What follows belongs to an exercise in optimizing a design on an open flow for small area and a short achievable clock period; a production flow would make more cautious choices. Only simulation tests tie the RTL to the original design; equivalence was not proved.

==> flow/design.v (excerpt) <==
module cast_unit (
    input  wire        clk,
    input  wire        rst,
    input  wire        in_valid,
    input  wire [5:0]  in_src_fmt,
    input  wire [5:0]  in_dst_fmt,
    input  wire [1:0]  in_round,
    input  wire        in_ovf,
    input  wire [31:0] in_code,
    input  wire [63:0] in_seed,
    input  wire [15:0] in_tag,
    input  wire [47:0] in_idx,
    output reg         out_valid,
    output reg  [31:0] out_code,
    output reg         out_sat,
    output reg         out_nan,
    output reg         out_err
);
==> flow/config.mk <==
export PLATFORM = sky130hd
export DESIGN_NAME = cast_unit
export DESIGN_NICKNAME = cast_unit
export VERILOG_FILES = /design/flow/design.v
export SDC_FILE = /design/flow/constraint.sdc
export NUM_CORES = 4
export LEC_CHECK = 0
export CAP_MARGIN = 20
export CORE_MARGIN = 2
export CORE_UTILIZATION = 55
export SLEW_MARGIN = 20
==> flow/constraint.sdc <==
create_clock -name core_clock -period 24.0 [get_ports {clk}]
set_input_delay 4.8000 -clock core_clock [delete_from_list [all_inputs] [get_ports {clk}]]
set_output_delay 4.8000 -clock core_clock [all_outputs]
set_load 0.01 [all_outputs]
standard.sh (not shown) runs the stock make flow with config.mk's settings and CLKGATE_MAP_FILE= SYNTH_SCRIPT=/design/flow/synth_recipe.tcl, a recipe that flattens the netlist after the stock synthesis.
==> flow/flow/run.sh <==
#!/bin/bash
# Own flow: the standard layout (standard.sh) with a different logic
# mapping step in synthesis; floorplan, placement, CTS and routing are the
# standard flow's, at the design's clock period and constraints.
#  - synthesis is ORFS synth.tcl run through synth_recipe.tcl as usual, except
#    that abc maps with flow/abc.script (area mapping under a delay target)
#    instead of abc_speed.script, and full/half-adder cells are not extracted
#    (ADDER_MAP_FILE empty). Registers are inferred before abc, so they are the
#    standard synthesis's.
#  - ABC_CLOCK_PERIOD_IN_PS is the delay target handed to abc's sizing.
#  - SETUP_SLACK_MARGIN=18.3: timing repair aims for that much setup slack
#  - port buffers are sky130_fd_sc_hd__buf_2 (one per input and output port)
# make's output goes to make.log here; each ORFS step logs under orfs/logs.
set -euo pipefail
W=$PWD
sed 's|  log_cmd abc {\*}$abc_args|  set abc_args [lreplace $abc_args 1 1 '"$W"'/flow/abc.script]\n  log_cmd abc {*}$abc_args|' "$FLOW_HOME/scripts/synth.tcl" > "$W/flow_synth.tcl"
grep -q "flow/abc.script" "$W/flow_synth.tcl"
sed "s|\$::env(SCRIPTS_DIR)/synth.tcl|$W/flow_synth.tcl|" "$W/synth_recipe.tcl" > "$W/flow_synth_recipe.tcl"
grep -q flow_synth.tcl "$W/flow_synth_recipe.tcl"
sed "s|SYNTH_SCRIPT=[^ ]*|SYNTH_SCRIPT=$W/flow_synth_recipe.tcl|" "$W/standard.sh" > "$W/flow_standard.sh"
grep -q flow_synth_recipe.tcl "$W/flow_standard.sh"
bash "$W/flow_standard.sh" ADDER_MAP_FILE= ABC_CLOCK_PERIOD_IN_PS=4000 SETUP_SLACK_MARGIN=18.3 "BUFFER_PORTS_ARGS=-buffer_cell sky130_fd_sc_hd__buf_2" finish > "$W/make.log" 2>&1
==> flow/flow/abc.script <==
strash
dch -f
map -D 4000
topo
stime -c
buffer -c
upsize -c
dnsize -c
The first run completed with no timing, DRC or antenna violations.
Edit:
--- a/flow/flow/run.sh
+++ b/flow/flow/run.sh
@@ -21,2 +21,2 @@
 grep -q flow_synth_recipe.tcl "$W/flow_standard.sh"
-bash "$W/flow_standard.sh" ADDER_MAP_FILE= ABC_CLOCK_PERIOD_IN_PS=4000 SETUP_SLACK_MARGIN=18.3 "BUFFER_PORTS_ARGS=-buffer_cell sky130_fd_sc_hd__buf_2" finish > "$W/make.log" 2>&1
+bash "$W/flow_standard.sh" ADDER_MAP_FILE= ABC_CLOCK_PERIOD_IN_PS=3500 SETUP_SLACK_MARGIN=18.3 "BUFFER_PORTS_ARGS=-buffer_cell sky130_fd_sc_hd__buf_2" finish > "$W/make.log" 2>&1
==> flow/flow/abc.script (replaced) <==
strash
dch -f
map -D 3500
topo
stime -c
buffer -c
upsize -c
dnsize -c
--- a/flow/config.mk
+++ b/flow/config.mk
@@ -10,2 +10,4 @@
 export CORE_UTILIZATION = 55
+export CTS_CLUSTER_DIAMETER = 150
+export CTS_CLUSTER_SIZE = 30
 export SLEW_MARGIN = 20
After rerunning: The changed run finished with timing, DRC and antenna clean; wire length grows by 4.4%; cell area shrinks by 2.7%; hold slack improved by 0.014 ns; worst setup slack got worse by 0.0062 ns; register-to-register slack improved by 0.42 ns; via count grows by 6.0%.
Edit:
--- a/flow/config.mk
+++ b/flow/config.mk
@@ -9,5 +9,5 @@
 export CORE_MARGIN = 2
-export CORE_UTILIZATION = 55
+export CORE_UTILIZATION = 65
 export CTS_CLUSTER_DIAMETER = 150
-export CTS_CLUSTER_SIZE = 30
+export CTS_CLUSTER_SIZE = 20
 export SLEW_MARGIN = 20
Outcome: The changed run produced a clean layout. Clock-buffer cell count rose by 5. Setup slack got worse by 0.083 ns. Critical path depth does not change. Non-clock buffer count goes down by 8.
Edit:
--- a/flow/config.mk
+++ b/flow/config.mk
@@ -9,5 +9,5 @@
 export CORE_MARGIN = 2
-export CORE_UTILIZATION = 65
+export CORE_UTILIZATION = 55
 export CTS_CLUSTER_DIAMETER = 150
-export CTS_CLUSTER_SIZE = 20
+export CTS_CLUSTER_SIZE = 25
 export SLEW_MARGIN = 20
- The new run went through all stages and came out clean
- clock-buffer cell count decreases by 4
- routed wire length barely changes
- fmax increases by about 1.4%
- final area hardly moves
- hold slack improved by 0.014 ns
- cell count increases by 1.9%
- setup slack improved by 0.079 ns
- clock skew decreases by 0.014 ns
- via count decreases by about 3%
Edit:
--- a/flow/flow/run.sh
+++ b/flow/flow/run.sh
@@ -21,2 +21,2 @@
 grep -q flow_synth_recipe.tcl "$W/flow_standard.sh"
-bash "$W/flow_standard.sh" ADDER_MAP_FILE= ABC_CLOCK_PERIOD_IN_PS=3500 SETUP_SLACK_MARGIN=18.3 "BUFFER_PORTS_ARGS=-buffer_cell sky130_fd_sc_hd__buf_2" finish > "$W/make.log" 2>&1
+bash "$W/flow_standard.sh" ADDER_MAP_FILE= ABC_CLOCK_PERIOD_IN_PS=4000 SETUP_SLACK_MARGIN=18.3 "BUFFER_PORTS_ARGS=-buffer_cell sky130_fd_sc_hd__buf_2" finish > "$W/make.log" 2>&1
==> flow/flow/abc.script (replaced) <==
strash
dch -f
map -D 4000
topo
stime -c
buffer -c
upsize -c
dnsize -c
--- a/flow/config.mk
+++ b/flow/config.mk
@@ -9,5 +9,5 @@
 export CORE_MARGIN = 2
-export CORE_UTILIZATION = 55
+export CORE_UTILIZATION = 65
 export CTS_CLUSTER_DIAMETER = 150
-export CTS_CLUSTER_SIZE = 25
+export CTS_CLUSTER_SIZE = 20
 export SLEW_MARGIN = 20
What happened:
- register-to-register slack degrades by 0.48 ns
- clock skew climbs by 0.0093 ns
- hold slack hardly moves
- area after synthesis is lower by 4.6%
- cell count shrinks by 6.7%
- wire length decreases by 5.4%
- via count falls by 3.2%
- maximum frequency is lower by 0.93%
- non-clock buffer count is higher by 53

* * *

Another version of the RTL of cast_unit (not shown whole).
For scale: about 210 I/O pins, about 28,000 µm² of cells after synthesis.
Design cast_unit, start of the top module:
module cast_unit (
    input  wire        clk,
    input  wire        rst,
    input  wire        in_valid,
    input  wire [5:0]  in_src_fmt,
    input  wire [5:0]  in_dst_fmt,
    input  wire [1:0]  in_round,
    input  wire        in_ovf,
    input  wire [31:0] in_code,
    input  wire [63:0] in_seed,
    input  wire [15:0] in_tag,
    input  wire [47:0] in_idx,
    output reg         out_valid,
    output reg  [31:0] out_code,
    output reg         out_sat,
    output reg         out_nan,
    output reg         out_err
);
    localparam [31:0] K1 = 32'h9E37_79B9, K2 = 32'h3C6E_F372,
                      K3 = 32'hDAA6_6D2B, K4 = 32'h78DD_E6E4;
    reg        a_valid;
    reg [5:0]  a_src, a_dst;
    reg [1:0]  a_rnd;
    reg        a_ovf;
    reg [31:0] a_code;
    reg [31:0] a_x, a_y;
    always @(posedge clk) begin
        if (rst)
            a_valid <= 1'b0;
        else
            a_valid <= in_valid;
        a_src  <= in_src_fmt;
        a_dst  <= in_dst_fmt;
  ...
Settings: LEC_CHECK=0, CAP_MARGIN=20, CORE_MARGIN=2, CORE_UTILIZATION=55, CTS_CLUSTER_DIAMETER=150, CTS_CLUSTER_SIZE=25, SLEW_MARGIN=20; clock period 24.0 ns.
==> flow/flow/run.sh <==
#!/bin/bash
# Own flow: the standard layout (standard.sh) with a different logic
# mapping step in synthesis; floorplan, placement, CTS and routing are the
# standard flow's, at the design's clock period and constraints.
#  - synthesis is ORFS synth.tcl run through synth_recipe.tcl as usual, except
#    that abc maps with flow/abc.script (area mapping under a delay target)
#    instead of abc_speed.script, and full/half-adder cells are not extracted
#    (ADDER_MAP_FILE empty). Registers are inferred before abc, so they are the
#    standard synthesis's.
#  - ABC_CLOCK_PERIOD_IN_PS is the delay target handed to abc's sizing.
#  - SETUP_SLACK_MARGIN=18.0: timing repair aims for that much setup slack
#  - port buffers are sky130_fd_sc_hd__buf_2 (one per input and output port)
# make's output goes to make.log here; each ORFS step logs under orfs/logs.
set -euo pipefail
W=$PWD
sed 's|  log_cmd abc {\*}$abc_args|  set abc_args [lreplace $abc_args 1 1 '"$W"'/flow/abc.script]\n  log_cmd abc {*}$abc_args|' "$FLOW_HOME/scripts/synth.tcl" > "$W/flow_synth.tcl"
grep -q "flow/abc.script" "$W/flow_synth.tcl"
sed "s|\$::env(SCRIPTS_DIR)/synth.tcl|$W/flow_synth.tcl|" "$W/synth_recipe.tcl" > "$W/flow_synth_recipe.tcl"
grep -q flow_synth.tcl "$W/flow_synth_recipe.tcl"
sed "s|SYNTH_SCRIPT=[^ ]*|SYNTH_SCRIPT=$W/flow_synth_recipe.tcl|" "$W/standard.sh" > "$W/flow_standard.sh"
grep -q flow_synth_recipe.tcl "$W/flow_standard.sh"
bash "$W/flow_standard.sh" ADDER_MAP_FILE= ABC_CLOCK_PERIOD_IN_PS=3800 SETUP_SLACK_MARGIN=18.0 "BUFFER_PORTS_ARGS=-buffer_cell sky130_fd_sc_hd__buf_2" finish > "$W/make.log" 2>&1
==> flow/flow/abc.script <==
strash
dch -f
map -D 3800
topo
stime -c
buffer -c
upsize -c
dnsize -c
Then changed:
--- a/flow/flow/run.sh
+++ b/flow/flow/run.sh
@@ -9,5 +9,5 @@
 #    standard synthesis's.
 #  - ABC_CLOCK_PERIOD_IN_PS is the delay target handed to abc's sizing.
-#  - SETUP_SLACK_MARGIN=18.0: timing repair aims for that much setup slack
+#  - SETUP_SLACK_MARGIN=18.3: timing repair aims for that much setup slack
 #  - port buffers are sky130_fd_sc_hd__buf_2 (one per input and output port)
 # make's output goes to make.log here; each ORFS step logs under orfs/logs.
@@ -20,3 +20,3 @@
 sed "s|SYNTH_SCRIPT=[^ ]*|SYNTH_SCRIPT=$W/flow_synth_recipe.tcl|" "$W/standard.sh" > "$W/flow_standard.sh"
 grep -q flow_synth_recipe.tcl "$W/flow_standard.sh"
-bash "$W/flow_standard.sh" ADDER_MAP_FILE= ABC_CLOCK_PERIOD_IN_PS=3800 SETUP_SLACK_MARGIN=18.0 "BUFFER_PORTS_ARGS=-buffer_cell sky130_fd_sc_hd__buf_2" finish > "$W/make.log" 2>&1
+bash "$W/flow_standard.sh" ADDER_MAP_FILE= ABC_CLOCK_PERIOD_IN_PS=3500 SETUP_SLACK_MARGIN=18.3 "BUFFER_PORTS_ARGS=-buffer_cell sky130_fd_sc_hd__buf_2" finish > "$W/make.log" 2>&1
==> flow/flow/abc.script (replaced) <==
strash
dch -f
map -D 3500
topo
stime -c
buffer -c
upsize -c
dnsize -c
CTS_CLUSTER_SIZE = 30   (was 25)
Outcome:
- The new run completed without violations
- final area came out higher by about 3%
- wire length came out higher by 5.0%
- setup slack gets worse by 11 ps
- final cell count came out higher by 3.0%
- synthesized cell count came out higher by about 3%
- utilization came out higher by 1.4 points
- hold slack gets better by 5.5 ps
Then changed:
--- a/flow/flow/run.sh
+++ b/flow/flow/run.sh
@@ -9,5 +9,5 @@
 #    standard synthesis's.
 #  - ABC_CLOCK_PERIOD_IN_PS is the delay target handed to abc's sizing.
-#  - SETUP_SLACK_MARGIN=18.3: timing repair aims for that much setup slack
+#  - SETUP_SLACK_MARGIN=18.2: timing repair aims for that much setup slack
 #  - port buffers are sky130_fd_sc_hd__buf_2 (one per input and output port)
 # make's output goes to make.log here; each ORFS step logs under orfs/logs.
@@ -20,3 +20,3 @@
 sed "s|SYNTH_SCRIPT=[^ ]*|SYNTH_SCRIPT=$W/flow_synth_recipe.tcl|" "$W/standard.sh" > "$W/flow_standard.sh"
 grep -q flow_synth_recipe.tcl "$W/flow_standard.sh"
-bash "$W/flow_standard.sh" ADDER_MAP_FILE= ABC_CLOCK_PERIOD_IN_PS=3500 SETUP_SLACK_MARGIN=18.3 "BUFFER_PORTS_ARGS=-buffer_cell sky130_fd_sc_hd__buf_2" finish > "$W/make.log" 2>&1
+bash "$W/flow_standard.sh" ADDER_MAP_FILE= ABC_CLOCK_PERIOD_IN_PS=3800 SETUP_SLACK_MARGIN=18.2 "BUFFER_PORTS_ARGS=-buffer_cell sky130_fd_sc_hd__buf_2" finish > "$W/make.log" 2>&1
==> flow/flow/abc.script (replaced) <==
strash
dch -f
map -D 3800
topo
stime -c
buffer -c
upsize -c
dnsize -c
CTS_CLUSTER_SIZE = 25   (was 30)
Outcome: The new run finished with timing, DRC and antenna clean; via count fell by 4.1%; count of clock-buffer cells in the layout climbs by 1; worst hold slack is worse by 6.1 ps; non-clock buffer count decreases by 14; routed wire length falls by 4.5%; synthesized area falls by 1.3%.

* * *

Starting RTL as in the previous note.
Settings: LEC_CHECK=0, CAP_MARGIN=20, CORE_MARGIN=2, CORE_UTILIZATION=55, CTS_CLUSTER_DIAMETER=150, CTS_CLUSTER_SIZE=25, SLEW_MARGIN=20; clock period 24.0 ns.
==> flow/flow/run.sh <==
#!/bin/bash
# Own flow: the standard layout (standard.sh) with a different logic
# mapping step in synthesis; floorplan, placement, CTS and routing are the
# standard flow's, at the design's clock period and constraints.
#  - synthesis is ORFS synth.tcl run through synth_recipe.tcl as usual, except
#    that abc maps with flow/abc.script (area mapping under a delay target)
#    instead of abc_speed.script, and full/half-adder cells are not extracted
#    (ADDER_MAP_FILE empty). Registers are inferred before abc, so they are the
#    standard synthesis's.
#  - ABC_CLOCK_PERIOD_IN_PS is the delay target handed to abc's sizing.
#  - SETUP_SLACK_MARGIN=17.8: timing repair aims for that much setup slack
#  - port buffers are sky130_fd_sc_hd__buf_2 (one per input and output port)
# make's output goes to make.log here; each ORFS step logs under orfs/logs.
set -euo pipefail
W=$PWD
sed 's|  log_cmd abc {\*}$abc_args|  set abc_args [lreplace $abc_args 1 1 '"$W"'/flow/abc.script]\n  log_cmd abc {*}$abc_args|' "$FLOW_HOME/scripts/synth.tcl" > "$W/flow_synth.tcl"
grep -q "flow/abc.script" "$W/flow_synth.tcl"
sed "s|\$::env(SCRIPTS_DIR)/synth.tcl|$W/flow_synth.tcl|" "$W/synth_recipe.tcl" > "$W/flow_synth_recipe.tcl"
grep -q flow_synth.tcl "$W/flow_synth_recipe.tcl"
sed "s|SYNTH_SCRIPT=[^ ]*|SYNTH_SCRIPT=$W/flow_synth_recipe.tcl|" "$W/standard.sh" > "$W/flow_standard.sh"
grep -q flow_synth_recipe.tcl "$W/flow_standard.sh"
bash "$W/flow_standard.sh" ADDER_MAP_FILE= ABC_CLOCK_PERIOD_IN_PS=3800 SETUP_SLACK_MARGIN=17.8 "BUFFER_PORTS_ARGS=-buffer_cell sky130_fd_sc_hd__buf_2" finish > "$W/make.log" 2>&1
==> flow/flow/abc.script <==
strash
dch -f
map -D 3800
topo
stime -c
buffer -c
upsize -c
dnsize -c
Edit:
--- a/flow/flow/run.sh
+++ b/flow/flow/run.sh
@@ -10,3 +10,3 @@
 #  - ABC_CLOCK_PERIOD_IN_PS is the delay target handed to abc's sizing.
-#  - SETUP_SLACK_MARGIN=17.8: timing repair aims for that much setup slack
+#  - SETUP_SLACK_MARGIN=18.3: timing repair aims for that much setup slack
 #  - port buffers are sky130_fd_sc_hd__buf_2 (one per input and output port)
@@ -21,2 +21,2 @@
 grep -q flow_synth_recipe.tcl "$W/flow_standard.sh"
-bash "$W/flow_standard.sh" ADDER_MAP_FILE= ABC_CLOCK_PERIOD_IN_PS=3800 SETUP_SLACK_MARGIN=17.8 "BUFFER_PORTS_ARGS=-buffer_cell sky130_fd_sc_hd__buf_2" finish > "$W/make.log" 2>&1
+bash "$W/flow_standard.sh" ADDER_MAP_FILE= ABC_CLOCK_PERIOD_IN_PS=3500 SETUP_SLACK_MARGIN=18.3 "BUFFER_PORTS_ARGS=-buffer_cell sky130_fd_sc_hd__buf_2" finish > "$W/make.log" 2>&1
==> flow/flow/abc.script (replaced) <==
strash
dch -f
map -D 3500
topo
stime -c
buffer -c
upsize -c
dnsize -c
Count of clock-buffer cells in the layout is unchanged. Wire length climbs by 5.2%. Area after synthesis climbs by 1.3%. First-iteration DRC count rose by 13%. Clock skew rises by 0.014 ns. Core utilization goes up by 1.7 points.
Edit:
--- a/flow/flow/run.sh
+++ b/flow/flow/run.sh
@@ -10,3 +10,3 @@
 #  - ABC_CLOCK_PERIOD_IN_PS is the delay target handed to abc's sizing.
-#  - SETUP_SLACK_MARGIN=18.3: timing repair aims for that much setup slack
+#  - SETUP_SLACK_MARGIN=18.2: timing repair aims for that much setup slack
 #  - port buffers are sky130_fd_sc_hd__buf_2 (one per input and output port)
@@ -21,2 +21,2 @@
 grep -q flow_synth_recipe.tcl "$W/flow_standard.sh"
-bash "$W/flow_standard.sh" ADDER_MAP_FILE= ABC_CLOCK_PERIOD_IN_PS=3500 SETUP_SLACK_MARGIN=18.3 "BUFFER_PORTS_ARGS=-buffer_cell sky130_fd_sc_hd__buf_2" finish > "$W/make.log" 2>&1
+bash "$W/flow_standard.sh" ADDER_MAP_FILE= ABC_CLOCK_PERIOD_IN_PS=4200 SETUP_SLACK_MARGIN=18.2 "BUFFER_PORTS_ARGS=-buffer_cell sky130_fd_sc_hd__buf_2" finish > "$W/make.log" 2>&1
==> flow/flow/abc.script (replaced) <==
strash
dch -f
map -D 4200
topo
stime -c
buffer -c
upsize -c
dnsize -c
Outcome:
- fmax stays flat
- global-route usage goes up by 1.2 points
- final area goes down by 2.1%
- via count goes down by 5.5%
- hold slack improves by 0.0079 ns
- wire length goes down by 1.2%
- count of clock-buffer cells in the layout does not change

re-timing with driven ports:
The results above use ideal ports. As a check the final layouts listed here were re-extracted and re-timed, cells and wires unchanged.
Step 1: set_driving_cell puts a clkbuf_16 on clk and a buf_2 on each other input, an assumption about the parent block.
Step 2, shift: input delay + t, output delay - t, t = (earliest + latest rising clock arrival at the registers) / 2. This alone moves slack from input paths to output paths.
Three values: ideal, step 1, step 2; two values: the first two.
| run | t, ns | slack for setup (ns) | worst setup path at the end | clock arrival spread, ns | worst data-port slew with drivers (ns) |
|---|---|---|---|---|---|
| the first run of note 1 | 0.630 | 18.206 / 18.143 / 18.257 | register to register | 0.022 / 0.022 | 0.06 |
| the second run of note 1 | 0.609 | 18.200 / 18.136 / 18.675 | register to register | 0.029 / 0.029 | 0.04 |
| the third run of note 1 | 0.620 | 18.117 / 18.056 / 18.629 | register to register | 0.042 / 0.042 | 0.06 |
| the fourth run of note 1 | 0.611 | 18.196 / 18.136 / 18.617 | register to register | 0.031 / 0.031 | 0.04 |
| the fifth run of note 1 | 0.621 | 18.142 / 18.142 / 18.142 | register to register | 0.038 / 0.039 | 0.07 |
| the first run of note 2 | 0.601 | 18.224 / 18.163 / 18.490 | register to register | 0.023 / 0.023 | 0.06 |
| the second run of note 2 | 0.597 | 18.213 / 18.152 / 18.548 | register to register | 0.029 / 0.029 | 0.06 |
| the third run of note 2 | 0.603 | 18.222 / 18.160 / 18.651 | register to register | 0.025 / 0.025 | 0.06 |
| the first run of note 3 | 0.603 | 18.221 / 18.160 / 18.365 | register to register | 0.022 / 0.023 | 0.06 |
| the second run of note 3 | 0.601 | 18.203 / 18.144 / 18.554 | register to register | 0.037 / 0.037 | 0.06 |
| the third run of note 3 | 0.607 | 18.218 / 18.161 / 18.388 | register to register | 0.039 / 0.039 | 0.06 |
After both steps every run listed still meets setup and hold.
